Context: an optimization exercise on an open-source flow, tuned for small area. The choices shown serve that exercise and are no tape-out recipe.
RTL that was checked went through simulation tests only; none was proved equivalent to the original.
The RTL of run 5 was laid out without a check of its function.
The clock port is modelled as an ideal driver; clocking choices that lean on that would not hold on a real chip.
Power figures rest on the tool's default switching activity, not on a simulated workload.

==> flow/config.mk <==
export PLATFORM = sky130hd
export DESIGN_NAME = pwm_timer
export DESIGN_NICKNAME = pwm_timer
export VERILOG_FILES = /design/flow/design.v
export SDC_FILE = /design/flow/constraint.sdc
export NUM_CORES = 4
export LEC_CHECK = 0
export CAP_MARGIN = 20
export CORE_MARGIN = 2
export CORE_UTILIZATION = 40
export CTS_CLUSTER_DIAMETER = 100
export CTS_CLUSTER_SIZE = 30
export SLEW_MARGIN = 20
export SYNTH_HIERARCHICAL = 1
==> flow/constraint.sdc <==
create_clock -name core_clock -period 10.0 [get_ports {clk}]
set_input_delay 2.0000 -clock core_clock [delete_from_list [all_inputs] [get_ports {clk}]]
set_output_delay 2.0000 -clock core_clock [all_outputs]
set_load 0.01 [all_outputs]
==> flow/design.v <==
module pwm_timer (
    input  wire        clk,
    input  wire        rst,           
    input  wire [17:0] cfg_per,       
    input  wire        cfg_edge,      
    input  wire        cfg_dbl,       
    input  wire [10:0] cfg_dt_rise,   
    input  wire [10:0] cfg_dt_fall,   
    input  wire        run,           
    input  wire        wr_en,         
    input  wire [2:0]  wr_sel,        
    input  wire [17:0] wr_data,
    input  wire        commit,        
    input  wire [1:0]  ovr,           
    output wire [2:0]  gh,            
    output wire [2:0]  gl,            
    output wire        bnd,           
    output wire        commit_pend,   
    output wire        f_miss,        
    output wire        f_safe         
);
    genvar gi, gb;
    reg  [17:0] r;
    reg         down;
    reg         pk;
    reg         vly;
    wire        idle = pk & ~down;
    wire        s_e  = cfg_edge;
    wire        s_c  = ~cfg_edge & ~down;
    wire [18:0] t;
    wire [17:0] nxn;             
    wire [17:0] eq;              
    wire [17:0] r_d;
    wire        term;
    wire        clr;
    assign t[0] = 1'b1;
    generate
        for (gi = 0; gi < 18; gi = gi + 1) begin : g_ctr
            wire y, lim;
            if (gi % 2 == 0) begin : g_even
                g_xor2  u_y  (.a(r[gi]), .b(down), .y(y));
                g_nand2 u_t  (.a(t[gi]), .b(y), .y(t[gi+1]));
                g_xnor2 u_nx (.a(r[gi]), .b(t[gi]), .y(nxn[gi]));
            end else begin : g_odd
                g_xnor2 u_y  (.a(r[gi]), .b(down), .y(y));
                g_nor2  u_t  (.a(t[gi]), .b(y), .y(t[gi+1]));
                g_xor2  u_nx (.a(r[gi]), .b(t[gi]), .y(nxn[gi]));
            end
            if (gi < 17) begin : g_lim
                g_a22o  u_l (.a1(s_e), .a2(cfg_per[gi]), .b1(s_c), .b2(cfg_per[gi+1]), .y(lim));
            end else begin : g_lim17
                g_and2  u_l (.a(s_e), .b(cfg_per[gi]), .y(lim));
            end
            g_xor2  u_eq (.a(nxn[gi]), .b(lim), .y(eq[gi]));
            g_nor2  u_d  (.a(clr), .b(nxn[gi]), .y(r_d[gi]));
        end
    endgenerate
    assign term = &eq;
    assign clr  = rst | ~run | (cfg_edge & term);
    assign bnd = run & (vly | (pk & down & cfg_dbl));
    always @(posedge clk) begin
        r    <= r_d;
        down <= ~rst & run & (down ^ (~cfg_edge & term));
        pk   <= rst | ~run | (~cfg_edge & ~down & term);
        vly  <= clr | (down & term);
    end
    reg  [17:0] sh [0:5];
    reg  [17:0] ac [0:5];
    reg         commit_bit;
    reg         z;
    wire        load = bnd & (commit_bit | commit);
    wire [17:0] wd   = wr_data & {18{~rst}};
    assign commit_pend = commit_bit;
    integer i;
    always @(posedge clk) begin
        for (i = 0; i < 6; i = i + 1)
            if (rst || (wr_en && wr_sel == i))
                sh[i] <= wd;
        for (i = 0; i < 6; i = i + 1)
            if (load)
                ac[i] <= sh[i];
        commit_bit <= !rst && !load && (commit || commit_bit);
        z          <= rst || (z && !load);
    end
    wire        cm   = commit_bit | commit;
    wire        dd   = cfg_dbl & down;
    wire        lp   = pk & dd & cm;
    wire        s_a  = ~dd;
    wire        s_ab = dd & ~lp;
    wire        dn   = ~down;
    wire        lv   = load & ~down;     
    wire        nlv  = ~lv;
    wire        zl   = z & ~load;
    wire [2:0]  hit;
    generate
        for (gi = 0; gi < 3; gi = gi + 1) begin : g_cmp
            wire [18:0] c;
            wire [17:0] xn;
            assign c[0] = dn;
            for (gb = 0; gb < 18; gb = gb + 1) begin : g_bit
                g_a222oi u_x (.a1(ac[gi][gb]), .a2(s_a), .b1(ac[gi+3][gb]), .b2(s_ab),
                              .c1(sh[gi+3][gb]), .c2(lp), .y(xn[gb]));
                g_maj3   u_c (.a(r[gb]), .b(xn[gb]), .c(c[gb]), .y(c[gb+1]));
            end
            wire hx = lv ? ~|sh[gi] : zl;
            g_a21o u_h (.a1(c[18]), .a2(nlv), .b1(hx), .y(hit[gi]));
        end
    endgenerate
    reg  [2:0]  qh_d, ql_d;
    reg  [10:0] nw [0:2];
    wire        o_h = run & (ovr == 2'd3);
    wire        o_l = run & (ovr == 2'd2);
    wire        o_n = run & (ovr == 2'd0);
    wire        qh1 = o_h | (o_n & ~cfg_edge);
    wire        ql1 = o_l | (o_n &  cfg_edge);
    wire        qh0 = o_h | (o_n &  cfg_edge);
    wire        ql0 = o_l | (o_n & ~cfg_edge);
    wire [2:0]  qh, ql;
    wire [2:0]  wz;
    wire [10:0] nw_d [0:2];
    generate
        for (gi = 0; gi < 3; gi = gi + 1) begin : g_dt
            wire nh   = ~qh_d[gi] | ql_d[gi];       
            wire nl   =  qh_d[gi] | ~ql_d[gi];      
            wire nn   =  qh_d[gi] | ql_d[gi];       
            wire chg1 = qh1 ? nh : ql1 ? nl : nn;
            wire chg0 = qh0 ? nh : ql0 ? nl : nn;
            wire s_r, s_f, s_w;
            g_mux2i u_sr (.a(~(qh0 & nh)), .b(~(qh1 & nh)), .s(hit[gi]), .y(s_r));
            g_mux2i u_sf (.a(~(ql0 & nl)), .b(~(ql1 & nl)), .s(hit[gi]), .y(s_f));
            g_mux2i u_sw (.a(chg0 | wz[gi]), .b(chg1 | wz[gi]), .s(hit[gi]), .y(s_w));
            assign qh[gi] = hit[gi] ? qh1 : qh0;
            assign ql[gi] = hit[gi] ? ql1 : ql0;
            wire [11:0] b;
            wire [10:0] dec;
            assign b[1]   = nw[gi][0];
            assign dec[0] = nw[gi][0];
            g_xnor2 u_d1 (.a(nw[gi][1]), .b(b[1]), .y(dec[1]));
            for (gb = 1; gb < 11; gb = gb + 2) begin : g_pair
                g_nand2 u_bn (.a(b[gb]), .b(nw[gi][gb]), .y(b[gb+1]));
                g_and3  u_b  (.a(b[gb]), .b(nw[gi][gb]), .c(nw[gi][gb+1]), .y(b[gb+2]));
                g_xor2  u_d0 (.a(nw[gi][gb+1]), .b(b[gb+1]), .y(dec[gb+1]));
                if (gb + 2 < 11) begin : g_d1
                    g_xnor2 u_d1 (.a(nw[gi][gb+2]), .b(b[gb+2]), .y(dec[gb+2]));
                end
            end
            assign wz[gi] = b[11];
            for (gb = 0; gb < 11; gb = gb + 1) begin : g_ld
                g_a222oi u_w (.a1(cfg_dt_rise[gb]), .a2(s_r), .b1(cfg_dt_fall[gb]), .b2(s_f),
                              .c1(dec[gb]), .c2(s_w), .y(nw_d[gi][gb]));
            end
        end
    endgenerate
    always @(posedge clk) begin
        for (i = 0; i < 3; i = i + 1)
            nw[i] <= nw_d[i];
        qh_d <= qh & {3{~rst}};
        ql_d <= ql & {3{~rst}};
    end
    assign gh = qh_d & wz;
    assign gl = ql_d & wz;
    reg [1:0] miss_cnt;
    reg       missed_once;
    reg       f_miss_r;
    reg       f_safe_r;
    wire       run_start = run && idle;
    wire       missed    = bnd && (ovr == 2'd0) && !(commit_bit || commit);
    wire       updated   = bnd && (ovr == 2'd0) &&  (commit_bit || commit);
    always @(posedge clk) begin
        if (rst || !run) begin
            miss_cnt    <= 2'd0;
            missed_once <= 1'b0;
        end else begin
            missed_once <= missed_once || missed;
            if (updated)
                miss_cnt <= 2'd0;
            else if (missed)
                miss_cnt <= {miss_cnt[1] | miss_cnt[0], miss_cnt[1] | ~miss_cnt[0]};
        end
        f_miss_r <= !rst && missed && !missed_once;
        f_safe_r <= !rst && ((f_safe_r && !run_start) || (missed && miss_cnt == 2'd3));
    end
    assign f_miss = f_miss_r;
    assign f_safe = f_safe_r;
endmodule
module g_xor2 (input wire a, input wire b, output wire y);
    assign y = a ^ b;
endmodule
module g_xnor2 (input wire a, input wire b, output wire y);
    assign y = ~(a ^ b);
endmodule
module g_nand2 (input wire a, input wire b, output wire y);
    assign y = ~(a & b);
endmodule
module g_nor2 (input wire a, input wire b, output wire y);
    assign y = ~(a | b);
endmodule
module g_and2 (input wire a, input wire b, output wire y);
    assign y = a & b;
endmodule
module g_and3 (input wire a, input wire b, input wire c, output wire y);
    assign y = a & b & c;
endmodule
module g_a22o (input wire a1, input wire a2, input wire b1, input wire b2, output wire y);
    assign y = (a1 & a2) | (b1 & b2);
endmodule
module g_a222oi (input wire a1, input wire a2, input wire b1, input wire b2,
                 input wire c1, input wire c2, output wire y);
    assign y = ~((a1 & a2) | (b1 & b2) | (c1 & c2));
endmodule
module g_mux2i (input wire a, input wire b, input wire s, output wire y);
    assign y = ~(s ? b : a);
endmodule
module g_a21o (input wire a1, input wire a2, input wire b1, output wire y);
    assign y = (a1 & a2) | b1;
endmodule
module g_maj3 (input wire a, input wire b, input wire c, output wire y);
    assign y = (a & b) | (a & c) | (b & c);
endmodule
==> flow/flow/run.sh <==
#!/bin/bash
# Layout: the standard ORFS flow (standard.sh, standard synthesis
# unchanged) with these changes to how the layout is made:
#  - the port buffers are the smallest buffer, sky130_fd_sc_hd__buf_1
#    (every input and output port still gets its own buffer);
#  - after floorplan, flow/downsize.tcl gives each combinational cell its
#    smallest variant;
#  - before CTS, flow/pre_cts.tcl does the same to the buffers placement
#    added and reruns repair_design; CTS's repair_timing sizes up again
#    where timing needs it.
# make's full output goes to flow_make.log here; each ORFS step keeps its
# own log under orfs/logs/.
set -euo pipefail
export BUFFER_PORTS_ARGS="-buffer_cell sky130_fd_sc_hd__buf_1"
export POST_FLOORPLAN_TCL="$(pwd)/flow/downsize.tcl"
export PRE_CTS_TCL="$(pwd)/flow/pre_cts.tcl"
export CTS_ARGS="-sink_clustering_enable -repair_clock_nets -sink_clustering_size 32 -sink_clustering_max_diameter 140 -dont_use_dummy_load -root_buf sky130_fd_sc_hd__clkbuf_8 -tree_buf sky130_fd_sc_hd__clkbuf_8 -sink_clustering_buffer sky130_fd_sc_hd__clkbuf_16"
bash standard.sh > flow_make.log 2>&1
==> flow/flow/downsize.tcl <==
# Run after floorplan (POST_FLOORPLAN_TCL): give every combinational cell
# the smallest-area variant of its own function (same cell family, same
# pins). Synthesis sizes cells blindly; the later ORFS steps (repair_design
# after placement, repair_timing after CTS and global routing) size up again
# wherever slew, capacitance or timing need it. Registers, tap cells and
# tie cells are left alone.
set n 0
foreach inst [get_cells *] {
  set master [get_property $inst ref_name]
  if {![regexp {^(sky130_fd_sc_hd__[a-z0-9]+)_([0-9]+)$} $master -> base sz]} { continue }
  if {[regexp {__(df|edf|sdf|dl|sdl|tap|conb|fill|decap|clk|probe|lpflow)} $base]} { continue }
  set best $master
  set best_area [get_property [get_lib_cells */$master] area]
  foreach lc [get_lib_cells */${base}_*] {
    set name [get_property $lc name]
    if {![regexp "^${base}_\[0-9\]+\$" $name]} { continue }
    if {[lsearch -exact $::env(DONT_USE_CELLS) $name] >= 0} { continue }
    set a [get_property $lc area]
    if {$a < $best_area} { set best $name; set best_area $a }
  }
  if {$best ne $master} {
    replace_cell $inst $best
    incr n
  }
}
puts "downsize.tcl: resized $n instances to their smallest variant"
==> flow/flow/pre_cts.tcl <==
# Run before CTS (PRE_CTS_TCL): give every combinational cell and buffer the
# smallest-area variant of its own function, then let repair_design fix
# slew, capacitance and fanout again; CTS's repair_timing then sizes up
# what timing needs.
set n 0
foreach inst [get_cells *] {
  set master [get_property $inst ref_name]
  if {![regexp {^(sky130_fd_sc_hd__[a-z0-9]+)_([0-9]+)$} $master -> base sz]} { continue }
  if {[regexp {__(df|edf|sdf|dl|sdl|tap|conb|fill|decap|clk|probe|lpflow)} $base]} { continue }
  set best $master
  set best_area [get_property [get_lib_cells */$master] area]
  foreach lc [get_lib_cells */${base}_*] {
    set name [get_property $lc name]
    if {![regexp "^${base}_\[0-9\]+\$" $name]} { continue }
    if {[lsearch -exact $::env(DONT_USE_CELLS) $name] >= 0} { continue }
    set a [get_property $lc area]
    if {$a < $best_area} { set best $name; set best_area $a }
  }
  if {$best ne $master} {
    replace_cell $inst $best
    incr n
  }
}
puts "pre_cts.tcl: resized $n instances to their smallest variant"
estimate_parasitics -placement
repair_design
==> flow/standard.sh <==
#!/bin/bash
# synth_recipe.tcl (not shown) runs the flow's synth.tcl, then flattens the netlist and writes it again
# the make line also repeats each setting of config.mk as NAME=value (left out here)
make -C /OpenROAD-flow-scripts/flow DESIGN_CONFIG=/design/flow/config.mk WORK_HOME=/design/flow/orfs CLKGATE_MAP_FILE= SYNTH_SCRIPT=/design/flow/synth_recipe.tcl "${@:-finish}"
==> summary.txt, run 1 <==
* Run status: complete, no violations
- The area growth from synthesis to layout is 11.1%.
- Worst Hold Class: reg -> reg
- Clock-pin slew was measured on the worst setup and hold paths at 120 ps.
- For this run, the number of Yosys warnings is 13.
- Area enclosed by the die boundary: about 0.030 mm^2
- Number of design rule violations left after detail routing: 0
- The worst setup path is launched from an input port.
* Starting utilization of the core area: 40.6%
- Along the worst path, the maximum fanout reaches 7.
- In this run, CTS created clock tree buffers numbering 12.
- Later-pin clock latency in the skew report: roughly 540 ps
- Relative slew margins: approximately 23%
* Fill cell instance count of the final layout: about 2600
- Max-slew violation count: 0
- Most frequent cells in the layout: 216 x sky130_fd_sc_hd__edfxtp_1, 87 x sky130_fd_sc_hd__a222oi_1, 85 x sky130_fd_sc_hd__buf_1
* Routing layer with the top usage in global route: met2
* Hold Crit Depth: 0
* Hold Path Sink: ac[1][10]
- Across all layers, the routed design uses about 7200 vias.
* Detailed-route wire length per cell: between 20 and 25 um
- RSZ-0062 raised after global routing: no
- Post-route clock skew: between 50 and 60 ps
* Post-Syn Instances: around 780
- The number of antenna violations at the first check in global routing came to 0.
- Number of distinct library cells after synthesis: 41
- Synthesized area divided by synthesized cell count: approximately 15 um^2
- The library cell used most frequently in the layout, excluding fill and tap cells, is sky130_fd_sc_hd__edfxtp_1.
* Final count of hold timing violations: 0
- The tool flagged a number of max-cap violations equal to 0.
* Max IR drop VDD: 102 uV
- GRT Overall Usage: between 15 and 20%
- The core region is 0.0286 mm^2.
- Leak pwr: between 4 and 5 nW
- Violation count after the first detailed-routing iteration: a little over 1000
* Required time of the worst setup path: approximately 10000 ps
- The worst register-to-register path has a depth of 24.
* Worst Path Class, Setup: in -> reg
- CTS sink count: around 280
- Buffers placed on the I/O ports in this run total a little under 80.
* Minimum period implied by the final worst setup slack: between 9000 and 10000 ps
* Standard-cell rows: a little over 60
- Die Y: between 150 and 200 um
* Vias in the first global route: just over 7000
- Global routing finished with a remaining overflow of 0.
- Dominant register cell in the synthesized netlist: sky130_fd_sc_hd__edfxtp_1
- Count of hold buffers inserted by post-cts repair: 0
- Number of antenna-violating nets in the routed design: 0
* Maximum number of pins on one net before global-route repair: 53
* Final setup viols: 0
- EDFF count, synth: ~220
* Setup slack of the most critical reg-to-reg path: 1090 ps
* TritonCTS clock tree: done
- Across all hold checks on the routed design, the worst slack comes to ~440 ps.
- For this run, the share of the core covered by cells in the final layout is a little under half.
- Wire length reported by the detailed router: approximately 28000 um
* Critical path data arrival time: around 10000 ps
- 0 antenna diodes ended up in the layout.
* Count of boundary I/O pins: 80
* Fraction of final layout cells with drive strength greater than 1: 7.33%
- In this run the cell area of the synthesized design comes to approximately 0.012 mm^2.
* Flops & latches, synth: between 200 and 300
* Global-route wire length before repair: 41600 um
- For the pin with the worst max-slew slack, the measured transition is approximately 1200 ps.
- At the end of routability-driven placement, the weighted congestion stood at between 0.7 and 0.8.
- Setup total negative slack on the finished layout was measured at 0 ps.
- Part of the Yosys area used for sequential elements: about two thirds
- Global routing used 28.6% of the available met2 tracks.
- The startpoint identified for the worst register-to-register timing path is down.
* Via-to-Cell Ratio: 5.63
- Global-route track usage on met3: under 10%
- Number of search-and-repair iterations in the first detailed-routing pass: 10
- Async set-or-reset flop fraction in the synthesized netlist: 0%
* Max Fclk: slightly above 100 MHz
* Met1 track utilization from global routing: between 20% and 30%
- Nature of the critical path endpoint: flop
* Capturing point of the worst reg2reg path: nw[0][3]
- Hold Startpoint: sh[1][10]
* Die width: roughly 170 um
* Fin crit share: between 90% and 100%
- Detailed placement HPWL: around 19000 um
* Final net count: just under 1000
- Power spread over the standard cell area amounts to around 180 mW/mm^2.
==> power breakdown <==
group	switching (mW)	internal, mW
Clock	0.326	0.192
Combinational	0.167	0.151
Sequential	0.0779	1.41
Total	0.571	1.75
==> worst max-delay path: stages <==
cell and delay (ps):
sky130_fd_sc_hd__clkbuf_2 150, sky130_fd_sc_hd__nor2_4 40, sky130_fd_sc_hd__nor3b_2 220, sky130_fd_sc_hd__buf_4 200
sky130_fd_sc_hd__a222oi_1 100, sky130_fd_sc_hd__maj3_1 350, sky130_fd_sc_hd__maj3_1 390, sky130_fd_sc_hd__maj3_1 370
sky130_fd_sc_hd__maj3_1 360, sky130_fd_sc_hd__maj3_1 360, sky130_fd_sc_hd__maj3_2 340, sky130_fd_sc_hd__maj3_1 370
sky130_fd_sc_hd__maj3_1 360, sky130_fd_sc_hd__maj3_1 370, sky130_fd_sc_hd__maj3_2 330, sky130_fd_sc_hd__maj3_1 360
sky130_fd_sc_hd__maj3_2 330, sky130_fd_sc_hd__maj3_1 370, sky130_fd_sc_hd__maj3_1 360, sky130_fd_sc_hd__maj3_1 370
sky130_fd_sc_hd__maj3_1 370, sky130_fd_sc_hd__maj3_1 370, sky130_fd_sc_hd__maj3_1 360, sky130_fd_sc_hd__a21o_1 240
sky130_fd_sc_hd__mux2i_2 180, sky130_fd_sc_hd__buf_4 170, sky130_fd_sc_hd__a222oi_1 330
==> worst max path at each step <==
stage / startpoint / endpoint / slack (ps) / cells after the start
5_1_grt: cfg_dbl / nw[2][10] / 8 / 27
6_report: commit / nw[0][3] / 280 / 27
3_5_place_dp: cfg_dbl / nw[0][3] / -510 / 27
2_1_floorplan: cfg_dbl / nw[0][10] / 10 / 24
3_3_place_gp: commit / nw[0][8] / -470 / 28
4_1_cts: commit / nw[0][3] / 6 / 28
==> logic make-up after synthesis <==
| kind of cell | count (synthesis) | synth area share (%) |
|---|---|---|
| other | 1 | 0.0323 |
| xor gates and xnor gates | 89 | 6.71 |
| AOI/OAI and AO/OA | 137 | 10.7 |
| buffers and inverters | 11 | 0.366 |
| muxes | 17 | 1.46 |
| DFF | 283 | 67.4 |
| and+or+nand+nor | 183 | 8.06 |
| adders and majority gates | 54 | 5.23 |
==> cell usage after synthesis (4+ instances only) <==
master                     instances  area share [%]
sky130_fd_sc_hd__a31oi_1           7            0.38
sky130_fd_sc_hd__nand2b_1          9            0.48
sky130_fd_sc_hd__xor2_1           51             3.8
sky130_fd_sc_hd__a222oi_1         87             7.5
sky130_fd_sc_hd__nand3_1           5            0.22
sky130_fd_sc_hd__a22o_1           17             1.3
sky130_fd_sc_hd__and3_1           15            0.81
sky130_fd_sc_hd__o21ai_0           4            0.17
sky130_fd_sc_hd__nand4_1           4            0.22
sky130_fd_sc_hd__nor2b_1          22             1.2
sky130_fd_sc_hd__inv_1             5            0.16
sky130_fd_sc_hd__a21o_1            6            0.39
sky130_fd_sc_hd__nor3_1            8            0.34
sky130_fd_sc_hd__dfxtp_1          67              12
sky130_fd_sc_hd__maj3_2           54             5.2
sky130_fd_sc_hd__mux2i_1          17             1.5
sky130_fd_sc_hd__and2_1            8            0.43
sky130_fd_sc_hd__clkbuf_1          5            0.16
sky130_fd_sc_hd__nor2_1           44             1.4
sky130_fd_sc_hd__xnor2_1          38             2.9
sky130_fd_sc_hd__nor4_1            9            0.48
sky130_fd_sc_hd__nand2_1          44             1.4
sky130_fd_sc_hd__or4_1             6            0.39
sky130_fd_sc_hd__edfxtp_1        216              56
==> modules after synthesis (local to each module, per instance), a selection <==
module	cells inside	times used	cell area, um^2
g_nor2	1	26	3.75
g_nand2	1	24	3.75
g_a22o	1	17	8.76
g_and3	1	15	6.26
g_a21o	1	3	7.51
g_mux2i	1	9	10.0
pwm_timer	456	1	8860
g_xor2	1	51	8.76
g_maj3	1	54	11.3
==> final cells by class <==
type                    instances  area [um^2]  share of cell area (%)
repair buffers                118          586                    4.54
well taps                     384          480                    3.72
flip-flops and latches        283         7830                    60.7
inverters                       5         18.8                   0.145
clock buffers                  12          267                    2.07
multi-input cells             482         3720                    28.8
==> timing repair <==
| action | in CTS | in global routing |
|---|---|---|
| pin swaps | 0 | 7 |
| resized for setup | 30 | 32 |
| buffers inserted | 0 | 3 |
| endpoints found under the setup margin | 39 | 33 |
| cloned | 0 | 2 |
==> sequential cells by signal, summed over array words and instances (netlist names), 2 cells and up <==
register and cells:
sh 108, miss_cnt 2, ql_d 3, qh_d 3, r 18, nw 33
ac 108
==> layer usage <==
| metal | part of all wire [%] | wire length [um] |
|---|---|---|
| met1 | 46 | 12700 |
| met2 | 46 | 12800 |
| met3 | 5.9 | 1630 |
| met4 | 2.1 | 581 |
| met5 | 0 | 0 |
==> per-stage QoR <==
stage	power [mW]	cell area, um^2	setup WS [ps]	std cells
2_1_floorplan	1.74	11800	10.0	776
3_3_place_gp	1.82	12600	-469	1265
3_5_place_dp	1.83	12600	-508	1265
4_1_cts	2.34	12800	6.23	1280
5_1_grt	2.42	12900	8.08	1284
6_report	2.32	12900	276	1284
==> run 2: changes to the inputs <==
--- a/flow/flow/run.sh
+++ b/flow/flow/run.sh
@@ -14,5 +14,5 @@
 export BUFFER_PORTS_ARGS="-buffer_cell sky130_fd_sc_hd__buf_1"
 export POST_FLOORPLAN_TCL="$(pwd)/flow/downsize.tcl"
 export PRE_CTS_TCL="$(pwd)/flow/pre_cts.tcl"
-export CTS_ARGS="-sink_clustering_enable -repair_clock_nets -sink_clustering_size 32 -sink_clustering_max_diameter 140 -dont_use_dummy_load -root_buf sky130_fd_sc_hd__clkbuf_8 -tree_buf sky130_fd_sc_hd__clkbuf_8 -sink_clustering_buffer sky130_fd_sc_hd__clkbuf_16"
+export CTS_ARGS="-sink_clustering_enable -repair_clock_nets -sink_clustering_size 30 -sink_clustering_max_diameter 100 -dont_use_dummy_load -root_buf sky130_fd_sc_hd__clkbuf_8 -tree_buf sky130_fd_sc_hd__clkbuf_8 -sink_clustering_buffer sky130_fd_sc_hd__clkbuf_16"
 bash standard.sh > flow_make.log 2>&1
--- a/flow/config.mk
+++ b/flow/config.mk
@@ -10,5 +10,6 @@
 export CORE_UTILIZATION = 40
 export CTS_CLUSTER_DIAMETER = 100
 export CTS_CLUSTER_SIZE = 30
+export PLACE_DENSITY = 0.75
 export SLEW_MARGIN = 20
 export SYNTH_HIERARCHICAL = 1
==> run 2 against run 1 <==
  * Maximum frequency decreased by 0.58%
  * Still clean on timing, DRC and antenna
  * Via count increased by 2.7%
  * Cell count unchanged
  * Largest power group unchanged
  * Hold slack got worse by 13 ps
  * Global-route usage decreased by 0.26 points
  * First-iteration DRC count increased by 1.8%
  * Design area increased by 0.39%
  * Highest routed layer unchanged
  * Sequential share of layout area decreased by 0.23 points
  * Routed wire length decreased by 1.8%
==> summary.txt, run 2 <==
- Dominant register cell in the synthesized netlist: sky130_fd_sc_hd__edfxtp_1
- In the post-synthesis netlist, the cell with the most instances is sky130_fd_sc_hd__edfxtp_1.
* Fraction of final layout cells with drive strength greater than 1: 8.22%
* Area enclosed by the die boundary: approximately 0.030 mm^2
- TritonCTS clock tree: done
- 80 I/O pins were placed.
- Worst slack at placement: -981 ps
* CTS sink count: about 280
- FF+latch area: ~0.008 mm^2
- Synthesized area divided by synthesized cell count: 15.0 um^2
- Minimum period implied by the final worst setup slack: just under 10000 ps
- At the worst endpoint, the arrival time is around 10000 ps.
* Count of buffering cells on the critical path with inverters included: 4
- Wire length reported by the detailed router: between 20000 and 30000 um
* TritonCTS Buffers: 13
* Biggest area consumer among synthesized cells: sky130_fd_sc_hd__edfxtp_1
- For this configuration, the core starts out at a cell density of 40.6%.
* Capturing point of the worst reg2reg path: nw[1][9]
- Detailed placement HPWL: around 18000 um
* Run status: complete, no violations
- Leak pwr: between 4 and 5 nW
* Die Y: approximately 170 um
- Hold Crit Depth: 0
* Max Fclk: ~100 MHz
- Worst Hold Class: reg -> reg
- Top cells by instance count after synthesis: 216 x sky130_fd_sc_hd__edfxtp_1, 87 x sky130_fd_sc_hd__a222oi_1, 67 x sky130_fd_sc_hd__dfxtp_1, 54 x sky130_fd_sc_hd__maj3_2, 51 x sky130_fd_sc_hd__xor2_1
- Max IR drop VDD: 104 uV
- Setup slack on the critical path of the routed design comes to ~220 ps.
- For flop-to-flop paths, the worst setup slack is 1160 ps.
- Area contributors post-synth: sky130_fd_sc_hd__edfxtp_1 56%, sky130_fd_sc_hd__dfxtp_1 12%, sky130_fd_sc_hd__a222oi_1 7.5%
* Hold Path Sink: ac[5][13]
- Most frequent cells in the layout: 216 x sky130_fd_sc_hd__edfxtp_1, 89 x sky130_fd_sc_hd__buf_1, 87 x sky130_fd_sc_hd__a222oi_1
- Sequential cells were found to cover between 60% and 70% of the synthesized design area.
- Counting stages on the worst path, the most repeated cell is sky130_fd_sc_hd__maj3_1.
- Vias in the first global route: between 7000 and 8000
- Area used by multi-input combinational logic: around 0.0038 mm^2
- The cell area that synthesis handed to floorplanning was around 0.012 mm^2.
- For the worst setup path, the data required time is around 10000 ps.
* Final count of hold timing violations: 0
- In the finished design, the share of the clock period the worst path needs comes to 97.8%.
- The number of placed instances, taps included, is between 1000 and 1500.
* Nature of the critical path endpoint: flop
- Yosys printed 13 warnings.
* Slew of the pin with the lowest slew margin: ~1100 ps
- Via-to-Cell Ratio: 5.78
* Core Box Area: roughly 0.029 mm^2
* Post-route clock skew: about 52 ps
- Measured against its own limit, the worst slew margin works out to 23.5%.
- Number of search-and-repair iterations in the first detailed-routing pass: 9
- Non-filler instance count after layout: around 1300
- Final setup viols: 0
* Initial antenna violation count: 0
- Global-route wire length before repair: approximately 41000 um
- Measured in cells, the most critical reg-to-reg path has a length of 25.
* Post-place instance area: about 0.013 mm^2
* Number of distinct library cells after synthesis: 41
- The routed layout has ~7400 vias.
- The number of max-slew violations in the final report is 0.
- Standard-cell rows: just over 60
* Setup TNS Final: 0 ps
* Number of design rule violations left after detail routing: 0
- In this design, the stage delay of the slowest critical-path cell is 380 ps.
- The floorplan step set the die width to 174 um.
- Pwr dens: about 180 mW/mm^2
- In this run the worst path has a maximum fanout of 6.
- Post-Syn Instances: 775
* Hold Startpoint: sh[5][13]
- Final net count: just under 1000
- After the first detailed-routing iteration, the DRC count stood at 1046.
* Async set-or-reset flop fraction in the synthesized netlist: 0%
* Gp weighted congestion: roughly 0.83
* Most frequent standard cell in the layout excluding fill and tap cells: sky130_fd_sc_hd__edfxtp_1
* Detailed-route wire length per cell: approximately 21 um
* Critical Path Slowest Stage Cell: sky130_fd_sc_hd__maj3_1
- Count of hold buffers inserted by post-cts repair: 0
* Aggregate global routing overflow: 0
- Util after Layout: a little under half
- In this run, synthesis produced a sequential element count of 283.
- For the worst-skew pair, the clock arrives at the later sink with an insertion delay of between 500 and 600 ps.
* Start of the worst register-to-register path: down
- Number of antenna-violating nets in the routed design: 0
- EDFF count, synth: around 220
- Layout-stage area growth over the synthesis result: 11.5%
* GRT Overall Usage: between 15 and 20%
- After synthesis, the largest area contributor takes up 55.8% of total cell area.
* Worst Path Class, Setup: in -> reg
* Final hold slack: 428 ps
* Fill cell instance count of the final layout: roughly 2500
* Cell family with most CP delay: adder cells
- Post-route total power: 2.36 mW
- Clock Pin Slew Worst Setup and Hold Paths: ~110 ps
- Entering global routing, the biggest net connects just over 40 pins.
* Startpoint type of the worst setup path: input port
* Inserted Diodes: 0
- The largest registers in the layout are ac x108, sh x108, nw x33.
- Finished layout cell area: around 0.013 mm^2
- Max-cap violations in this run came to 0.
- Number of port buffers: 79
run 2: layout make-up:
class / instances / area share [%]
repair buffers: 116 / 4.13
inverters: 5 / 0.145
multi-input cells: 483 / 29.3
well taps: 384 / 3.71
clock buffers: 13 / 2.25
flip-flops and latches: 283 / 60.4
run 2: repair_timing:
action                                  CTS  global route
setup buffers                             2             1
gates resized for setup                  34            29
endpoints found under the setup margin   39            36
pin swaps                                 7            11
cloned                                    1             2
run 2: worst max path at each step:
stage	from	to	slack (ps)	cells after the start
floorplan	cfg_dbl	nw[0][10]	10	24
global placement	cfg_dbl	nw[0][7]	-830	25
detailed placement	cfg_dbl	nw[0][4]	-980	25
CTS	commit	nw[0][4]	8	29
global route	commit	nw[1][9]	-20	29
finish	commit	nw[1][9]	220	29
run 2: cells by family after synthesis:
kind of cell    Yosys count  share of synthesized area, %
compound gates          137                          10.7
xor+xnor                 89                          6.71
fa+ha+maj                54                          5.23
buf+inv                  11                         0.366
flops                   283                          67.4
mux                      17                          1.46
other cells               1                        0.0323
simple gates            183                          8.06
run 2: routing by layer:
layer	up-vias	wire length, um	GRT usage [%]
li1	3385	-	-
met1	3710	11500	23.8
met2	301	13400	30.1
met3	26	2010	2.73
met4	0	387	3.47
met5	-	0	0
run 2: Yosys stat by module (local to each module, per instance), a selection:
module     copies in the design  cells
g_xor2                       51      1
pwm_timer                     1    456
g_maj3                       54      1
g_mux2i                       9      1
g_and2                        1      1
g_a22o                       17      1
g_a222oi                     87      1
g_xnor2                      32      1
g_nor2                       26      1
g_a21o                        3      1
g_nand2                      24      1
run 2: report_power, final:
part	switching, mW	internal (mW)	total [mW]	leakage [nW]
logic	0.173	0.154	0.327	1.41
registers	0.0786	1.41	1.49	2.62
clock network	0.331	0.209	0.539	0.145
total	0.582	1.77	2.36	4.17
==> run 3: changes to the inputs <==
--- a/flow/config.mk
+++ b/flow/config.mk
@@ -10,6 +10,5 @@
 export CORE_UTILIZATION = 40
 export CTS_CLUSTER_DIAMETER = 100
 export CTS_CLUSTER_SIZE = 30
-export PLACE_DENSITY = 0.75
 export SLEW_MARGIN = 20
 export SYNTH_HIERARCHICAL = 1
==> run 3 against run 2 <==
  * Still clean
  * Total power fell by 0.60%
  * Global-route usage up 0.16 points
  * Via count shrank 1.6%
  * Non-clock buffer count increased by 2
==> summary.txt, run 3 <==
- Run status: complete, no violations
- Row generation in the floorplan step produced just over 60 rows.
* Fin crit share: between 90 and 100%
* Number of distinct library cells after synthesis: roughly 40
- The library cells used most frequently in the layout, excluding fill and tap cells, are 216 x sky130_fd_sc_hd__edfxtp_1, 87 x sky130_fd_sc_hd__a222oi_1, 85 x sky130_fd_sc_hd__buf_1.
- Dominant register cell in the synthesized netlist: sky130_fd_sc_hd__edfxtp_1
* Aggregate global routing overflow: 0
- Headroom to the max-slew limit came out at approximately 24%.
- Number of search-and-repair iterations in the first detailed-routing pass: 8
* Minimum period implied by the final worst setup slack: roughly 9700 ps
- The worst setup path is launched from an input port.
- Max-slew violation count: 0
- Number of antenna-violating nets in the routed design: 0
* Post-synth top area share: 55.8%
* Inserted Diodes: 0
- TritonCTS created 13 clock buffers.
- Buffers inserted to repair hold after CTS numbered 0.
- Biggest area consumer among synthesized cells: sky130_fd_sc_hd__edfxtp_1
- Critical Path Slowest Stage Cell: sky130_fd_sc_hd__maj3_1
- Critical path data arrival time: between 10000 and 15000 ps
* Logic gate share of total power: 13.6%
* Slack of the critical path: just under 300 ps
- Proportion of power drawn by flip-flops and latches: 63.6%
- Count of buffering cells on the critical path with inverters included: 4
- Later-pin clock latency in the skew report: 530 ps
- Final setup viols: 0
- CTS sink count: between 200 and 300
- Setup slack of the most critical reg-to-reg path: between 1000 and 1500 ps
- Peak per-stage delay on the critical path: 390 ps
- Gp weighted congestion: 0.792
- TritonCTS clock tree: done
- The first global-routing pass estimated between 40000 and 50000 um of wire.
- The analysis attributes to cell leakage a power of roughly 4.2 nW.
- Setup repair after global routing left no endpoint under its margin.
* Setup TNS Final: 0 ps
- In this run switching power makes up ~24% of total power.
- The die is approximately 170 um tall.
- Most frequent standard cell in the layout excluding fill and tap cells: sky130_fd_sc_hd__edfxtp_1
- The number of cells on the worst reg-to-reg path is 24.
- Fraction of final layout cells with drive strength greater than 1: between 7 and 8%
* Violation count after the first detailed-routing iteration: just over 900
- Depth of the critical timing path with buffers and inverters included: 27
* Number of port buffers: between 70 and 80
- EDFF count, synth: roughly 220
* Top cells by instance count after synthesis: 216 x sky130_fd_sc_hd__edfxtp_1, 87 x sky130_fd_sc_hd__a222oi_1, 67 x sky130_fd_sc_hd__dfxtp_1, 54 x sky130_fd_sc_hd__maj3_2, 51 x sky130_fd_sc_hd__xor2_1
* Top flop regs: ac x108, sh x108, nw x33
* Pwr dens: 181 mW/mm^2
* Synthesized area divided by synthesized cell count: approximately 15 um^2
- Count of maximum capacitance violations: 0
- Area of the mapped netlist: around 0.012 mm^2
* Initial antenna violation count: 0
* Number of design rule violations left after detail routing: 0
* Wire length reported by the detailed router: between 20000 and 30000 um
- Detailed placement HPWL: 18700 um
* Die width: between 150 and 200 um
* Design internal power: between 1.5 and 2 mW
- In this run the worst path has a maximum fanout of 15.
- Vias in the first global route: around 7000
* Clock share of power: between 20% and 30%
- Using the TritonRoute via totals, the vias-per-cell ratio works out to approximately 5.7.
- Slew of the pin with the lowest slew margin: 1140 ps
* Net load switching power: ~0.57 mW
- Worst Hold Class: reg -> reg
- OpenSTA, run right after detailed placement, puts the worst setup slack at -508 ps.
* Start of the worst register-to-register path: down
- The core region is between 0.02 and 0.03 mm^2.
* Async set-or-reset flop fraction in the synthesized netlist: 0%
* GRT Overall Usage: 17.7%
- Detailed routing inserted a total of between 7000 and 8000 vias.
- Count of boundary I/O pins: 80
* Layout-stage area growth over the synthesis result: 11.3%
- Critical Path Most Common Cell: sky130_fd_sc_hd__maj3_1
- Post-Syn Instances: about 780
- Count of warnings emitted by yosys: 13
* Detailed-route wire length per cell: around 22 um
- Origin of the worst setup path: cfg_dbl
- Area contributors post-synth: sky130_fd_sc_hd__edfxtp_1 56%, sky130_fd_sc_hd__dfxtp_1 12%, sky130_fd_sc_hd__a222oi_1 7.5%
* Capturing point of the worst reg2reg path: nw[0][3]
- Starting utilization of the core area: between 40% and 50%
- Nature of the critical path endpoint: flop
- Synthesis inferred 283 register bits.
- Final count of hold timing violations: 0
* Cell family with most CP delay: adder cells
- Static timing analysis puts the maximum clock frequency at between 100 and 150 MHz.
- Maximum number of pins on one net before global-route repair: 53
- Endpoint of the most critical setup path: nw[0][3]
- Clock Pin Slew Worst Setup and Hold Paths: 110 ps
- Worst Path Class, Setup: in -> reg
* Final net count: between 900 and 1000
* Post-route clock skew: between 15 and 20 ps
- Area enclosed by the die boundary: approximately 0.030 mm^2
- Part of the Yosys area used for sequential elements: between 60% and 70%
* Most used standard cell by instance count after synthesis: sky130_fd_sc_hd__edfxtp_1
- Max IR drop VDD: about 90 uV
- Required time of the worst setup path: ~10000 ps
## run 3: kinds of logic (layout without fill, tap and decap cells)
family,Yosys count,count (layout),synth area share (%)
AO/OA/AOI/OAI,137,137,10.7
XOR/XNOR,89,89,6.71
adder cells (fa/ha/maj),54,54,5.23
buffers and inverters,11,136,0.366
flip-flops,283,283,67.4
multiplexers,17,17,1.46
other,1,2,0.0323
AND/OR/NAND/NOR,183,183,8.06
## run 3: worst min path at each step
stage,start,endpoint,slack (ps),depth (start not counted)
global route,missed_once,f_miss_r,450,1
floorplan,missed_once,f_miss_r,400,1
finish,missed_once,f_miss_r,440,1
detailed placement,sh[0][4],ac[0][4],430,0
CTS,sh[5][12],ac[5][12],450,0
global placement,sh[2][4],ac[2][4],430,0
## run 3: stage by stage
stage | utilization (%) | cell area (um^2) | power [mW] | instances | hold WS [ps]
2_1_floorplan | - | 11800 | 1.74 | 776 | 398
4_1_cts | 44.8 | 12800 | 2.36 | 1281 | 451
5_1_grt | 45.2 | 12900 | 2.44 | 1285 | 452
3_3_place_gp | 44.0 | 12600 | 1.82 | 1265 | 426
6_report | 45.2 | 12900 | 2.34 | 1285 | 445
3_5_place_dp | 44.0 | 12600 | 1.83 | 1265 | 427
## run 3: power groups by stage
| stage | clock, mW | combinational [mW] | sequential [mW] |
|---|---|---|---|
| floorplan | 0 | 0.244 | 1.49 |
| global placement | 0 | 0.313 | 1.51 |
| detailed placement | 0 | 0.318 | 1.52 |
| CTS | 0.553 | 0.314 | 1.49 |
| global route | 0.587 | 0.350 | 1.50 |
| finish | 0.535 | 0.318 | 1.49 |
## run 3: what timing repair did
| item | 4_1_cts | 5_1_grt |
|---|---|---|
| pin swaps | 0 | 8 |
| gates resized for setup | 30 | 34 |
| setup buffers | 0 | 3 |
| endpoints found under the setup margin | 39 | 33 |
| cloned | 0 | 2 |
## run 3: routing by layer
| layer | up-vias | share of wire, % | track usage, % |
|---|---|---|---|
| met1 | 3631 | 45 | 25.6 |
| li1 | 3394 | - | - |
| met4 | 0 | 1.6 | 3.40 |
| met3 | 23 | 6.8 | 2.58 |
| met5 | - | 0 | 0 |
| met2 | 252 | 47 | 28.7 |
## run 3: final cells by class
cell class                      instances  area [um^2]
Fill cell                            2595        15700
Sequential cell                       283         7830
Multi-Input combinational cell        482         3720
Timing Repair Buffer                  118          588
Tap cell                              384          480
Clock buffer                           13          292
Inverter                                5         18.8
## run 3: modules after synthesis, one instance, submodules excluded
module | cells inside | cell area, um^2 | flops+latches | copies in the design
pwm_timer | 456 | 8860 | 283 | 1
g_maj3 | 1 | 11.3 | 0 | 54
g_a222oi | 1 | 10.0 | 0 | 87
g_mux2i | 1 | 10.0 | 0 | 9
g_a22o | 1 | 8.76 | 0 | 17
g_xnor2 | 1 | 8.76 | 0 | 32
g_xor2 | 1 | 8.76 | 0 | 51
g_a21o | 1 | 7.51 | 0 | 3
g_and2 | 1 | 6.26 | 0 | 1
g_and3 | 1 | 6.26 | 0 | 15
g_nand2 | 1 | 3.75 | 0 | 24
g_nor2 | 1 | 3.75 | 0 | 26
==> run 4: changes to the inputs <==
--- a/flow/design.v
+++ b/flow/design.v
@@ -161,7 +161,6 @@
     assign gl = ql_d & wz;
     reg [1:0] miss_cnt;
     reg       missed_once;
-    reg       f_miss_r;
     reg       f_safe_r;
     wire       run_start = run && idle;
     wire       missed    = bnd && (ovr == 2'd0) && !(commit_bit || commit);
@@ -171,16 +170,15 @@
             miss_cnt    <= 2'd0;
             missed_once <= 1'b0;
         end else begin
-            missed_once <= missed_once || missed;
+            missed_once <= missed_once || (miss_cnt != 2'd0);
             if (updated)
                 miss_cnt <= 2'd0;
             else if (missed)
                 miss_cnt <= {miss_cnt[1] | miss_cnt[0], miss_cnt[1] | ~miss_cnt[0]};
         end
-        f_miss_r <= !rst && missed && !missed_once;
         f_safe_r <= !rst && ((f_safe_r && !run_start) || (missed && miss_cnt == 2'd3));
     end
-    assign f_miss = f_miss_r;
+    assign f_miss = !missed_once && (miss_cnt == 2'd1);
     assign f_safe = f_safe_r;
 endmodule
 module g_xor2 (input wire a, input wire b, output wire y);
==> run 4 against run 3 <==
  * Sequential power is essentially flat
  * Design area shrank 0.78%
  * Via count decreased by 0.23%
  * Count of clock-buffer cells in the layout did not move
  * Synthesized cell count decreased by 0.52%
  * Die area fell by 0.48%
  * Routed wire length grew 0.55%
  * Global-route usage up 0.18 points
  * Critical path depth increased by 1
==> summary.txt, run 4 <==
- Cell internal power was estimated by the tool at 1.76 mW.
* Area contributors post-synth: sky130_fd_sc_hd__edfxtp_1 56%, sky130_fd_sc_hd__dfxtp_1 11%, sky130_fd_sc_hd__a222oi_1 7.5%
- Count of boundary I/O pins: 80
- Top cells by instance count after synthesis: 216 x sky130_fd_sc_hd__edfxtp_1, 87 x sky130_fd_sc_hd__a222oi_1, 66 x sky130_fd_sc_hd__dfxtp_1, 54 x sky130_fd_sc_hd__maj3_2, 51 x sky130_fd_sc_hd__xor2_1
* Area enclosed by the die boundary: a little over 0.03 mm^2
* Die width: between 150 and 200 um
- Cells fill between 40% and 50% of the core in the end.
- Setup slack of the most critical reg-to-reg path: approximately 1200 ps
- Logic gate share of total power: 13.6%
- Number of antenna-violating nets in the routed design: 0
* Number of port buffers: 79
- The worst path uses a little over nine tenths of the clock period.
- Cell Count Post-Placement: about 1300
- Hold Path Sink: ac[0][15]
* Part of the Yosys area used for sequential elements: between 60% and 70%
- Setup violations remaining at the end of the flow were counted as 0.
- The finished layout holds between 1000 and 1500 standard cells, fillers aside.
* Critical path data arrival time: around 10000 ps
- Wire length reported by the detailed router: 27900 um
- The later pin in the worst-skew pair is clocked with a latency of 550 ps.
- Biggest area consumer among synthesized cells: sky130_fd_sc_hd__edfxtp_1
- Startpoint type of the worst setup path: input port
- Clock skew on the completed layout was measured at 61.4 ps.
- The worst setup path is captured at a flop.
- The largest registers in the layout are ac x108, sh x108, nw x33.
- Synthesis produced just under 800 cells.
- Most frequent standard cell in the layout excluding fill and tap cells: sky130_fd_sc_hd__edfxtp_1
- Sw frac: 24.8%
- In this run the worst path has a maximum fanout of 5.
* Required time of the worst setup path: roughly 10000 ps
- Worst Path Class, Setup: in -> reg
- Final count of hold timing violations: 0
- In the synthesized netlist the dominant register cell turns out to be sky130_fd_sc_hd__edfxtp_1.
* Inserted Diodes: 0
* Fraction of final layout cells with drive strength greater than 1: between 6 and 7%
- Using the TritonRoute via totals, the vias-per-cell ratio works out to approximately 5.7.
* Final net count: 963
- Post-synth top area share: around 56%
- Max-slew violation count: 0
- The tool flagged a number of max-cap violations equal to 0.
- Core Box Area: ~0.029 mm^2
- Synthesis inferred roughly 280 register bits.
* Violation count after the first detailed-routing iteration: approximately 900
- In the final timing run, aggregate negative setup slack is 0 ps.
* Number of search-and-repair iterations in the first detailed-routing pass: 9
- TritonCTS Buffers: 13
- Detailed placement finished with a half-perimeter wire length of 18700 um.
- Start of the worst register-to-register path: down
- For the pin with the worst max-slew slack, the measured transition is 1060 ps.
- The mapped netlist covers about 0.012 mm^2.
* Most frequent cells in the layout: 216 x sky130_fd_sc_hd__edfxtp_1, 87 x sky130_fd_sc_hd__a222oi_1, 85 x sky130_fd_sc_hd__buf_1
- Pwr dens: 183 mW/mm^2
- The area growth from synthesis to layout is 11.0%.
* TritonCTS clock tree: done
- Number of distinct library cells after synthesis: 38
- CTS sink count: 282
* Gp weighted congestion: 0.790
* Detailed-route wire length per cell: roughly 22 um
- Count of warnings emitted by yosys: 13
* Proportion of power drawn by flip-flops and latches: 63.2%
* Leak pwr: 4.14 nW
- Capturing point of the worst reg2reg path: nw[2][5]
- Max Fclk: around 100 MHz
- Async set-or-reset flop fraction in the synthesized netlist: 0%
- The worst hold path begins at sh[0][15].
- The flow ran to the end and the layout has no timing, DRC or antenna violations.
* Maximum number of pins on one net before global-route repair: 37
- GRT Overall Usage: ~18%
- For this run the aggregate overflow at the end of global routing stands at 0.
* Clock Pin Slew Worst Setup and Hold Paths: 110 ps
* Synthesized area divided by synthesized cell count: approximately 15 um^2
- For this run, design rule violations remaining after detail routing come to 0.
- Hold Crit Depth: 0
* Number of cells on the worst reg-to-reg path: 24
- Setup repair after global routing left no endpoint under its margin.
- Vias: about 7300
* Starting utilization of the core area: between 40% and 50%
- Global-route wire length before repair: about 41000 um
* Minimum period implied by the final worst setup slack: between 9000 and 10000 ps
* Relative slew margins: 29.2%
- Die Y: 174 um
- Fill cell instance count of the final layout: ~2600
- Worst Hold Class: reg -> reg
- In this run, the clock network consumes 23.2% of the power.
* Net load switching power: 0.582 mW
* Standard-cell rows: 62
* Vias in the first global route: approximately 7000
* Initial antenna violation count: 0
- EDFF count, synth: ~220
- Buffers inserted to repair hold after CTS numbered 0.
- Most used standard cell by instance count after synthesis: sky130_fd_sc_hd__edfxtp_1
- IR analysis of the VDD net gives a maximum drop of approximately 140 uV.
## run 4: cell types whose count changed in the layout (fill, tap and decap cells not counted), sizes merged, moves of 2 or more
cell	previous run	this run
clkdlybuf4s15	0	2
nor4b	2	0
nor3	9	12
nand2	44	41
clkbuf	22	19
buf	109	103
## run 4: power groups by stage
| stage | logic (mW) | clock network, mW | registers [mW] |
|---|---|---|---|
| after floorplan | 0.243 | 0 | 1.49 |
| after global placement | 0.316 | 0 | 1.50 |
| after detailed placement | 0.322 | 0 | 1.51 |
| after CTS | 0.316 | 0.558 | 1.48 |
| after global routing | 0.352 | 0.598 | 1.50 |
| final | 0.319 | 0.545 | 1.48 |
## run 4: what timing repair did
| action | 4_1_cts | 5_1_grt |
|---|---|---|
| setup endpoints to repair | 39 | 33 |
| buffers inserted | 0 | 0 |
| pin swaps | 0 | 10 |
| resized for setup | 29 | 27 |
| cloned | 0 | 2 |
## run 4: metrics by stage
| step | setup WS [ps] | cell area [um^2] | power [mW] | hold slack [ps] |
|---|---|---|---|---|
| after global routing | 7.29 | 12800 | 2.45 | 427 |
| after detailed placement | -536 | 12500 | 1.83 | 430 |
| final | 274 | 12800 | 2.35 | 412 |
| after global placement | -466 | 12500 | 1.82 | 427 |
| after floorplan | 11.1 | 11700 | 1.73 | 417 |
| after CTS | 31.5 | 12800 | 2.36 | 416 |
## run 4: cell families after synthesis
| family | share of synthesized area [%] |
|---|---|
| buffers and inverters | 0.336 |
| AO/OA/AOI/OAI | 10.8 |
| adder cells (fa/ha/maj) | 5.26 |
| other | 0.0324 |
| multiplexers | 1.39 |
| flip-flops | 67.5 |
| XOR/XNOR | 6.74 |
| AND/OR/NAND/NOR | 7.91 |
## run 4: per-module statistics from Yosys (local to each module, per instance)
module	flops+latches	cells inside	times used	area (um^2)
pwm_timer	282	452	1	8800
g_maj3	0	1	54	11.3
g_a222oi	0	1	87	10.0
g_mux2i	0	1	9	10.0
g_a22o	0	1	17	8.76
g_xnor2	0	1	32	8.76
g_xor2	0	1	51	8.76
g_a21o	0	1	3	7.51
g_and2	0	1	1	6.26
g_and3	0	1	15	6.26
g_nand2	0	1	24	3.75
g_nor2	0	1	26	3.75
## run 4: cell type report
cell class / count / area (um^2) / area share, %
repair buffers: 111 / 520 / 4.06
inverters: 5 / 18.8 / 0.146
flip-flops and latches: 282 / 7810 / 60.9
well taps: 384 / 480 / 3.75
multi-input cells: 480 / 3710 / 28.9
clock buffers: 13 / 292 / 2.27
## run 4: worst max-delay path by stage
stage               startpoint        end  cells after the start
floorplan              cfg_dbl  nw[0][10]                     24
global placement        commit   nw[1][2]                     28
detailed placement      commit   nw[1][8]                     28
CTS                    cfg_dbl   nw[1][8]                     27
global route           cfg_dbl   nw[1][2]                     26
finish                 cfg_dbl   nw[2][5]                     28
## run 4: per-layer routing
layer / vias to the layer above / GRT usage (%) / share of wire [%] / wire, um
met3: 17 / 2.41 / 6.3 / 1770
met4: 0 / 3.43 / 1.1 / 300
li1: 3359 / - / - / -
met5: - / 0 / 0 / 0
met2: 245 / 30.5 / 48 / 13400
met1: 3662 / 24.7 / 44 / 12400
## run 4: worst max-delay path, cell delays in order
cell and delay, ps:
sky130_fd_sc_hd__clkbuf_4 150, sky130_fd_sc_hd__nand2_2 100, sky130_fd_sc_hd__nor3b_4 60, sky130_fd_sc_hd__buf_1 140
sky130_fd_sc_hd__nor2_4 130, sky130_fd_sc_hd__a222oi_1 90, sky130_fd_sc_hd__maj3_1 350, sky130_fd_sc_hd__maj3_1 360
sky130_fd_sc_hd__maj3_1 360, sky130_fd_sc_hd__maj3_1 360, sky130_fd_sc_hd__maj3_1 360, sky130_fd_sc_hd__maj3_1 370
sky130_fd_sc_hd__maj3_1 360, sky130_fd_sc_hd__maj3_1 360, sky130_fd_sc_hd__maj3_1 360, sky130_fd_sc_hd__maj3_1 370
sky130_fd_sc_hd__maj3_2 340, sky130_fd_sc_hd__maj3_1 380, sky130_fd_sc_hd__maj3_1 370, sky130_fd_sc_hd__maj3_1 360
sky130_fd_sc_hd__maj3_1 370, sky130_fd_sc_hd__maj3_2 320, sky130_fd_sc_hd__maj3_2 310, sky130_fd_sc_hd__maj3_1 360
sky130_fd_sc_hd__a21o_1 270, sky130_fd_sc_hd__mux2i_4 230, sky130_fd_sc_hd__buf_2 190, sky130_fd_sc_hd__a222oi_1 350
==> run 5: changes to the inputs <==
--- a/flow/design.v
+++ b/flow/design.v
@@ -69,6 +69,14 @@
     reg         commit_bit;
     reg         z;
     wire        load = bnd & (commit_bit | commit);
+    wire [5:0]  load_k;
+    wire        cm_l = commit_bit | commit;
+    genvar gk;
+    generate
+        for (gk = 0; gk < 6; gk = gk + 1) begin : g_load
+            g_and2 u_l (.a(bnd), .b(cm_l), .y(load_k[gk]));
+        end
+    endgenerate
     wire [17:0] wd   = wr_data & {18{~rst}};
     assign commit_pend = commit_bit;
     integer i;
@@ -77,7 +85,7 @@
             if (rst || (wr_en && wr_sel == i))
                 sh[i] <= wd;
         for (i = 0; i < 6; i = i + 1)
-            if (load)
+            if (load_k[i])
                 ac[i] <= sh[i];
         commit_bit <= !rst && !load && (commit || commit_bit);
         z          <= rst || (z && !load);
@@ -85,8 +93,7 @@
     wire        cm   = commit_bit | commit;
     wire        dd   = cfg_dbl & down;
     wire        lp   = pk & dd & cm;
-    wire        s_a  = ~dd;
-    wire        s_ab = dd & ~lp;
+    wire        pk_cm = pk & cm;
     wire        dn   = ~down;
     wire        lv   = load & ~down;     
     wire        nlv  = ~lv;
@@ -97,9 +104,13 @@
             wire [18:0] c;
             wire [17:0] xn;
             assign c[0] = dn;
+            wire s_a, s_ab, s_sb;
+            g_nand2 u_sa  (.a(cfg_dbl), .b(down), .y(s_a));
+            g_and3  u_ssb (.a(pk_cm), .b(cfg_dbl), .c(down), .y(s_sb));
+            g_nor2  u_sab (.a(s_a), .b(s_sb), .y(s_ab));
             for (gb = 0; gb < 18; gb = gb + 1) begin : g_bit
                 g_a222oi u_x (.a1(ac[gi][gb]), .a2(s_a), .b1(ac[gi+3][gb]), .b2(s_ab),
-                              .c1(sh[gi+3][gb]), .c2(lp), .y(xn[gb]));
+                              .c1(sh[gi+3][gb]), .c2(s_sb), .y(xn[gb]));
                 g_maj3   u_c (.a(r[gb]), .b(xn[gb]), .c(c[gb]), .y(c[gb+1]));
             end
             wire hx = lv ? ~|sh[gi] : zl;
@@ -161,6 +172,7 @@
     assign gl = ql_d & wz;
     reg [1:0] miss_cnt;
     reg       missed_once;
+    reg       f_miss_r;
     reg       f_safe_r;
     wire       run_start = run && idle;
     wire       missed    = bnd && (ovr == 2'd0) && !(commit_bit || commit);
@@ -170,15 +182,16 @@
             miss_cnt    <= 2'd0;
             missed_once <= 1'b0;
         end else begin
-            missed_once <= missed_once || (miss_cnt != 2'd0);
+            missed_once <= missed_once || missed;
             if (updated)
                 miss_cnt <= 2'd0;
             else if (missed)
                 miss_cnt <= {miss_cnt[1] | miss_cnt[0], miss_cnt[1] | ~miss_cnt[0]};
         end
+        f_miss_r <= !rst && missed && !missed_once;
         f_safe_r <= !rst && ((f_safe_r && !run_start) || (missed && miss_cnt == 2'd3));
     end
-    assign f_miss = !missed_once && (miss_cnt == 2'd1);
+    assign f_miss = f_miss_r;
     assign f_safe = f_safe_r;
 endmodule
 module g_xor2 (input wire a, input wire b, output wire y);
==> run 5 against run 4 <==
  * Area after synthesis increased by 0.83%
  * Synthesized cell count rose by 1.8%
  * Critical endpoint is now nw[2][2]
  * Register-to-register slack better by 290 ps
  * Critical path type unchanged
  * Still clean
  * Largest power group unchanged
  * Worst setup slack got worse by 8.0 ps
==> summary.txt, run 5 <==
* Count of warnings emitted by yosys: 13
* Detailed-route wire length per cell: 20.8 um
* Top cells by instance count after synthesis: 216 x sky130_fd_sc_hd__edfxtp_1, 87 x sky130_fd_sc_hd__a222oi_1, 67 x sky130_fd_sc_hd__dfxtp_1, 54 x sky130_fd_sc_hd__maj3_2, 51 x sky130_fd_sc_hd__xor2_1
- Across all setup checks in the final design, the least slack found is about 270 ps.
- The finished layout holds 1302 standard cells, fillers aside.
- The cell family contributing the most delay on the critical path is adder cells.
- Once the floorplan was initialized, standard cells occupied about two fifths of the core.
* Area contributors post-synth: sky130_fd_sc_hd__edfxtp_1 56%, sky130_fd_sc_hd__dfxtp_1 12%, sky130_fd_sc_hd__a222oi_1 7.5%
- In this run the critical register-to-register path is launched from down.
- The floorplan step defined a die boundary enclosing between 0.03 and 0.04 mm^2.
* Flops & latches, synth: ~280
- Once detail routing completed, the nets flagged for antenna violations numbered 0.
- The most numerous cell type found on the critical path is sky130_fd_sc_hd__maj3_1.
* Max-slew violation count: 0
- The synthesized netlist devotes between 10% and 20% of its cell area to compound gates.
* Final net count: around 1000
- After detailed routing, the number of remaining DRC violations is 0.
- Standard-cell rows: 62
- Global-route wire length before repair: between 40000 and 50000 um
- Post-Syn Instances: 785
- At the placement stage, the worst setup path has a slack of -924 ps.
* Post-synth top area share: between 50% and 60%
- Among all cell types in the netlist, the one instantiated most often is sky130_fd_sc_hd__edfxtp_1.
- CP Max Fanout: 6
- Adding up every negative setup slack in the final design gives 0 ps.
- Summed over all cells, the static leakage comes to 4.22 nW.
- Setup violations remaining at the end of the flow were counted as 0.
* Fin crit share: between 90% and 100%
- The HPWL after detailed placement is 19400 um.
* EDFF count, synth: 216
- 0 antenna diodes ended up in the layout.
- During placement, the flow inserted port buffers numbering 79.
* CTS sink count: 283
- Async set-or-reset flop fraction in the synthesized netlist: 0%
* Die width: around 170 um
- Startpoint type of the worst setup path: input port
- In this run the worst hold path is classified as reg -> reg.
- The most used flip-flop cell after synthesis is sky130_fd_sc_hd__edfxtp_1.
- The worst setup path is of the in -> reg kind.
- Violation count after the first detailed-routing iteration: 1054
- Of the synthesized area, sequential elements account for 67.2%.
- The average instance in the mapped netlist occupies approximately 15 um^2.
- Slew of the pin with the lowest slew margin: 962 ps
- The area growth from synthesis to layout is 11.7%.
- Max IR drop VDD: around 110 uV
* Critical Path Slowest Stage Cell: sky130_fd_sc_hd__maj3_1
* Minimum period implied by the final worst setup slack: 9730 ps
- RSZ-0062 raised after global routing: no
- Of the cells placed in the final design, the portion with a size suffix greater than 1 is about 8%.
* Vias in the first global route: 7131
- Count of boundary I/O pins: 80
* Maximum number of pins on one net before global-route repair: 31
- Run status: complete, no violations
- The largest registers in the layout are ac x108, sh x108, nw x33.
- Number of search-and-repair iterations in the first detailed-routing pass: 9
* Adder-cell share of the synthesized area: 5.22%
* Later-pin clock latency in the skew report: between 500 and 600 ps
* Most frequent standard cell in the layout excluding fill and tap cells: sky130_fd_sc_hd__edfxtp_1
* Vias: approximately 7300
- Peak per-stage delay on the critical path: between 300 and 400 ps
- TritonCTS Buffers: 13
- Via-to-Cell Ratio: 5.59
- Across every metal layer, demand over resource in global routing totals between 10% and 20%.
- The design draws between 2 and 2.5 mW.
- Post-synthesis mux area share: under 10%
* Wire length reported by the detailed router: between 20000 and 30000 um
- After clock tree synthesis, the clock-pin slew on the worst setup and hold paths is approximately 110 ps.
- Xor and xnor fraction of the mapped netlist area: under 10%
- Biggest area consumer among synthesized cells: sky130_fd_sc_hd__edfxtp_1
* Cell Count Post-Placement: between 1000 and 1500
- The total area inside the core boundary comes to 0.0287 mm^2.
* Critical path data arrival time: just over 10000 ps
* Gp weighted congestion: roughly 0.78
- Number of distinct library cells after synthesis: 39
- Origin of the worst setup path: commit
* Initial antenna violation count: 0
* Aggregate global routing overflow: 0
- TritonCTS clock tree: done
* Required time of the worst setup path: between 10000 and 15000 ps
* Hold Startpoint: sh[1][7]
- Count of maximum capacitance violations: 0
* Post-route clock skew: about 37 ps
- On the final layout, the worst hold slack is roughly 420 ps.
- Nature of the critical path endpoint: flop
- Max Fclk: about 100 MHz
- Final count of hold timing violations: 0
- In the layout the commonest cells are 216 x sky130_fd_sc_hd__edfxtp_1, 94 x sky130_fd_sc_hd__buf_1, 87 x sky130_fd_sc_hd__a222oi_1.
* Relative slew margins: a little over a third
* Die Y: 175 um
- Simple-gate share of the synthesized area: under 10%
- By area, the combinational part of the netlist is dominated by compound AO/OA/AOI/OAI gates.
- Pwr dens: 181 mW/mm^2
- Together, buffers and inverters on the worst path number 3.
* Fill cell instance count of the final layout: ~2600
- Area of the mapped netlist: approximately 0.012 mm^2
-- run 5: cell types whose count changed in the layout (fill, tap and decap cells not counted), sizes merged, moves of 2 or more --
cell / previous run / this run
buf: 103 / 115
and2: 8 / 15
and3: 15 / 18
nor3b: 3 / 1
clkdlybuf4s15: 2 / 0
mux2i: 16 / 18
clkbuf: 19 / 21
nand2: 41 / 46
-- run 5: per-stage QoR --
| step | util, % | instance area (um^2) |
|---|---|---|
| finish | 45.4 | 13000 |
| global route | 45.4 | 13000 |
| CTS | 44.7 | 12800 |
| detailed placement | 44.0 | 12600 |
| global placement | 44.0 | 12600 |
| floorplan | - | 11700 |
-- run 5: cell families (layout without fill, tap and decap cells) --
logic type | count (synthesis) | in the layout
compound gates | 137 | 137
flops | 283 | 283
other cells | 1 | 2
xor+xnor | 89 | 89
buf+inv | 10 | 141
simple gates | 194 | 194
mux | 17 | 18
fa+ha+maj | 54 | 54
-- run 5: path summary, 6_finish.rpt --
kind	to	slack, ps	cells past startpoint
worst max-delay path	nw[2][2]	270	29
worst min-delay path	ac[1][7]	420	0
worst max register to register	nw[0][5]	1440	24
worst min register to register	ac[1][7]	420	0
-- run 5: Yosys stat by module, one instance, submodules excluded, a selection --
module	times used	cell area (um^2)	cells	flops+latches
g_a222oi	87	10.0	1	0
g_and2	7	6.26	1	0
g_maj3	54	11.3	1	0
g_nor2	29	3.75	1	0
g_xor2	51	8.76	1	0
g_xnor2	32	8.76	1	0
-- run 5: cell type report --
| cell class | count | area [um^2] | area share (%) |
|---|---|---|---|
| flip-flops and latches | 283 | 7830 | 60.1 |
| multi-input cells | 494 | 3850 | 29.5 |
| repair buffers | 123 | 559 | 4.29 |
| well taps | 384 | 480 | 3.69 |
| clock buffers | 13 | 292 | 2.24 |
| inverters | 5 | 18.8 | 0.144 |
-- run 5: routing by layer --
| metal | routed length [um] | vias up | global-route usage [%] |
|---|---|---|---|
| met4 | 310 | 0 | 3.33 |
| li1 | - | 3424 | - |
| met2 | 12700 | 189 | 28.4 |
| met5 | 0 | - | 0 |
| met1 | 12700 | 3639 | 24.5 |
| met3 | 1300 | 20 | 1.76 |
-- run 5: timing repair --
action	4_1_cts	5_1_grt
pin swaps	3	9
hold buffers	0	0
resized for setup	20	46
setup buffers	0	3
gates cloned	0	5
setup endpoints to repair	33	35
-- run 5: worst reg2reg max path: cells and delay by family, from the launching register on --
kind,cells,cell delay (ps)
fa+ha+maj,17,6080
flops,1,450
compound gates,3,780
simple gates,1,270
buf+inv,2,680
mux,1,210
-- run 5: power by group --
group / internal, mW / switching [mW] / leakage (nW) / total, mW
clock: 0.209 / 0.337 / 0.145 / 0.546
sequential: 1.41 / 0.0742 / 2.62 / 1.49
combinational: 0.157 / 0.167 / 1.46 / 0.324
total: 1.78 / 0.578 / 4.22 / 2.36

-- afterwards: timing with drivers on the ports --
How much do the figures lean on ideal ports? The routed layouts below were timed once more, with nothing changed but the port constraints.
Step 1, drivers: a clkbuf_16 drives clk and a buf_2 each remaining input, both assumed.
Step 2 adds t to the input delays and takes it off the output delays; t is the mean of the earliest and latest rising clock arrival at the registers after step 1. Input paths then give back, and output paths get back, about the clock's delay inside the block.
Slacks: ideal ports / drivers / drivers and shift; pairs: ideal ports / drivers.
run	t (ns)	slack for setup (ns)	worst setup path at the end
run 1	0.560	0.276 / 0.289 / -0.271	input to register
run 2	0.578	0.220 / 0.243 / -0.334	input to register
run 3	0.568	0.291 / 0.316 / -0.252	input to register
run 4	0.569	0.274 / 0.301 / -0.268	input to register
run 5	0.575	0.266 / 0.288 / -0.286	input to register
Met with ideal ports but missed after step 2: setup timing in every run listed. For run 2, which loses most, drivers alone change the setup slack by +0.023 ns; drivers and shift together by -0.554 ns.
